Source: an optimization exercise on an open RTL-to-GDS flow (aim: small area and a short achievable clock period). Production flows keep margins and buffers that such runs may drop.
Function was checked by simulation only, so behaviour that the tests miss may differ from the original.
Power and IR drop assume default switching activity.

run A:
Design fp32_lane, start of the top module:
module fp32_lane (
    input  wire        clk,
    input  wire        rst,
    input  wire        in_valid,
    input  wire [3:0]  in_op,
    input  wire [31:0] in_a,
    input  wire [31:0] in_b,
    input  wire [31:0] in_c,
    output reg         out_valid,
    output reg  [31:0] out_result,
    output reg  [2:0]  out_flags      
);
    localparam [3:0] OP_COPY  = 4'd0,
                     OP_ADD   = 4'd1,
                     OP_SUB   = 4'd2,
                     OP_MUL   = 4'd3,
                     OP_FMA   = 4'd4,
                     OP_FMS   = 4'd5,
                     OP_NEG   = 4'd6,
                     OP_ABS   = 4'd7,
                     OP_MIN   = 4'd8,
                     OP_MAX   = 4'd9,
                     OP_CMPEQ = 4'd10,
                     OP_CMPLT = 4'd11,
                     OP_CMPLE = 4'd12;
    localparam [31:0] QNAN = 32'h7FC0_0000;
    localparam [31:0] ONE  = 32'h3F80_0000;
    wire i_add = (in_op == OP_ADD);
    wire i_sub = (in_op == OP_SUB);
    wire i_mul = (in_op == OP_MUL);
    wire i_fms = (in_op == OP_FMS);
    wire [31:0] x_in = {in_a[31] ^ i_fms, in_a[30:0]};
    wire [31:0] y_in = (i_add | i_sub) ? ONE : in_b;
    wire [31:0] z_in = i_add ? in_b :
                       i_sub ? {~in_b[31], in_b[30:0]} :
                       i_mul ? {in_a[31] ^ in_b[31], 31'd0} : in_c;
    reg        r0_v;
    reg [3:0]  r0_op;
    reg [31:0] r0_x, r0_y, r0_z;
    always @(posedge clk) begin
        if (rst) r0_v <= 1'b0;
  ...
==> flow/config.mk <==
export PLATFORM = sky130hd
export DESIGN_NAME = fp32_lane
export DESIGN_NICKNAME = fp32_lane
export VERILOG_FILES = /design/flow/design.v
export SDC_FILE = /design/flow/constraint.sdc
export NUM_CORES = 4
export LEC_CHECK = 0
export CAP_MARGIN = 20
export CORE_MARGIN = 2
export CORE_UTILIZATION = 60
export CTS_BUF_LIST = sky130_fd_sc_hd__clkbuf_8 sky130_fd_sc_hd__clkbuf_16
export CTS_CLUSTER_DIAMETER = 80
export CTS_CLUSTER_SIZE = 20
export SLEW_MARGIN = 20
export SYNTH_HIERARCHICAL = 1
export BUFFER_PORTS_ARGS = -inputs -outputs -buffer_cell sky130_fd_sc_hd__buf_2
export SETUP_SLACK_MARGIN = 18.3
==> flow/constraint.sdc <==
create_clock -name core_clock -period 24.0 [get_ports {clk}]
set_input_delay 4.8000 -clock core_clock [delete_from_list [all_inputs] [get_ports {clk}]]
set_output_delay 4.8000 -clock core_clock [all_outputs]
set_load 0.01 [all_outputs]
standard.sh (not shown) runs the stock make flow with config.mk's settings and CLKGATE_MAP_FILE= SYNTH_SCRIPT=/design/flow/synth_recipe.tcl, a recipe that flattens the netlist after the stock synthesis.
==> flow/flow/run.sh <==
#!/bin/bash
# Layout flow: the standard layout (standard.sh) with two changes:
#  - every input and output port is buffered by a plain buf_2 instead of the
#    default port buffer;
#  - the timing repair after CTS and global routing aims for a setup slack of
#    18.3 ns at the design's 24 ns clock (paths of at most 5.7 ns); the SDC
#    and the clock period are the design's, unchanged.
set -euo pipefail
cat >> config.mk <<'EOC'
export BUFFER_PORTS_ARGS = -inputs -outputs -buffer_cell sky130_fd_sc_hd__buf_2
export SETUP_SLACK_MARGIN = 18.3
EOC
bash standard.sh finish > standard.log 2>&1
Run A ended with every stage complete and zero timing, DRC or antenna violations.
Input changes introduced in run B (baseline for comparison: run A):
-- flow/config.mk --
<<< run A, line 9
export CORE_MARGIN = 2
export CORE_UTILIZATION = 60
export CTS_BUF_LIST = sky130_fd_sc_hd__clkbuf_8 sky130_fd_sc_hd__clkbuf_16
export CTS_CLUSTER_DIAMETER = 80
export CTS_CLUSTER_SIZE = 20
export SLEW_MARGIN = 20
>>> run B, line 9
export CORE_MARGIN = 2
export CORE_UTILIZATION = 50
export CTS_CLUSTER_DIAMETER = 80
export CTS_CLUSTER_SIZE = 20
export PLACE_DENSITY = 0.85
export SLEW_MARGIN = 20
[summary]
Transition time at the pin with the least slew margin: run B higher than run A
On portion of the layout cell area used by non-clock buffers, run A and run B are neck and neck.
Reported leakage power: higher on run B
Looking at final setup slack of the worst path, run B sits 0.013 ns below run A.
When run B is set beside run A, its design area turns out to be 0.90% larger.
Against run A, ratio of total power to cell area in run B rose by a few percent.
On wire length, run A loses to run B.
Sequential logic power: run A vs run B — no meaningful difference
Looking at area overhead of the layout relative to synthesis across run A and run B, the one that comes out higher is run B.
Between run B and run A, the fmax does not differ in any meaningful way.
Cmp run A and run B / time the worst path needs with I/O delays and setup / lower: run A
## Diff of input files: run C against run B
-- flow/config.mk --
<<< run B, line 9
export CORE_MARGIN = 2
export CORE_UTILIZATION = 50
export CTS_CLUSTER_DIAMETER = 80
export CTS_CLUSTER_SIZE = 20
export PLACE_DENSITY = 0.85
export SLEW_MARGIN = 20
>>> run C, line 9
export CORE_MARGIN = 2
export CORE_UTILIZATION = 60
export CTS_CLUSTER_DIAMETER = 80
export CTS_CLUSTER_SIZE = 20
export PLACE_DENSITY = 0.75
export SLEW_MARGIN = 20
### Flow results
- Re fraction of met1 tracks used by global routing: run B and run C aren't equal, and the higher value belongs to run C.
- Run C ends up with a share of total power in combinational logic that is 0.3 points lower than in run B.
- The worst relative slew slack in run C sits 7.8 points above the value recorded for run B.
- The maximum clock frequency was comparable across run B and run C.
- In the tables for run B and run C, power reads higher with run B.
- For run B, the capturing element of the worst setup path was out_result[21], unlike run C, where it was out_result[18].
- Relative to run B, final instance area has decreased by about 1% in run C.
- Worst setup slack after placement, run B and run C: lower on run C
- Compare run B and run C | filler cell count lower: run C

==> separate check: timing with driven ports <==
The results above use ideal ports. As a check the final layouts listed here were re-extracted and re-timed, cells and wires unchanged. Step 1 assumes that a clkbuf_16 drives the clock port and a buf_2 every other input. Step 2 adds t to the input delays and takes it off the output delays; t is the mean of the earliest and latest rising clock arrival at the registers after step 1. Input paths then give back, and output paths get back, about the clock's delay inside the block. Slacks: ideal ports / drivers / drivers and shift; pairs: ideal ports / drivers.
run	shift t [ns]	setup WS [ns]	worst register clock-pin slew, ns
run A	0.647	18.178 / 18.107 / 17.821	0.08 / 0.08
run B	0.658	18.166 / 18.094 / 17.977	0.08 / 0.08
run C	0.640	18.181 / 18.111 / 17.929	0.08 / 0.08
After both steps every run listed still meets setup and hold. The setup slack of run A, which loses most, moves by -0.071 ns with the drivers and by -0.357 ns with both steps.
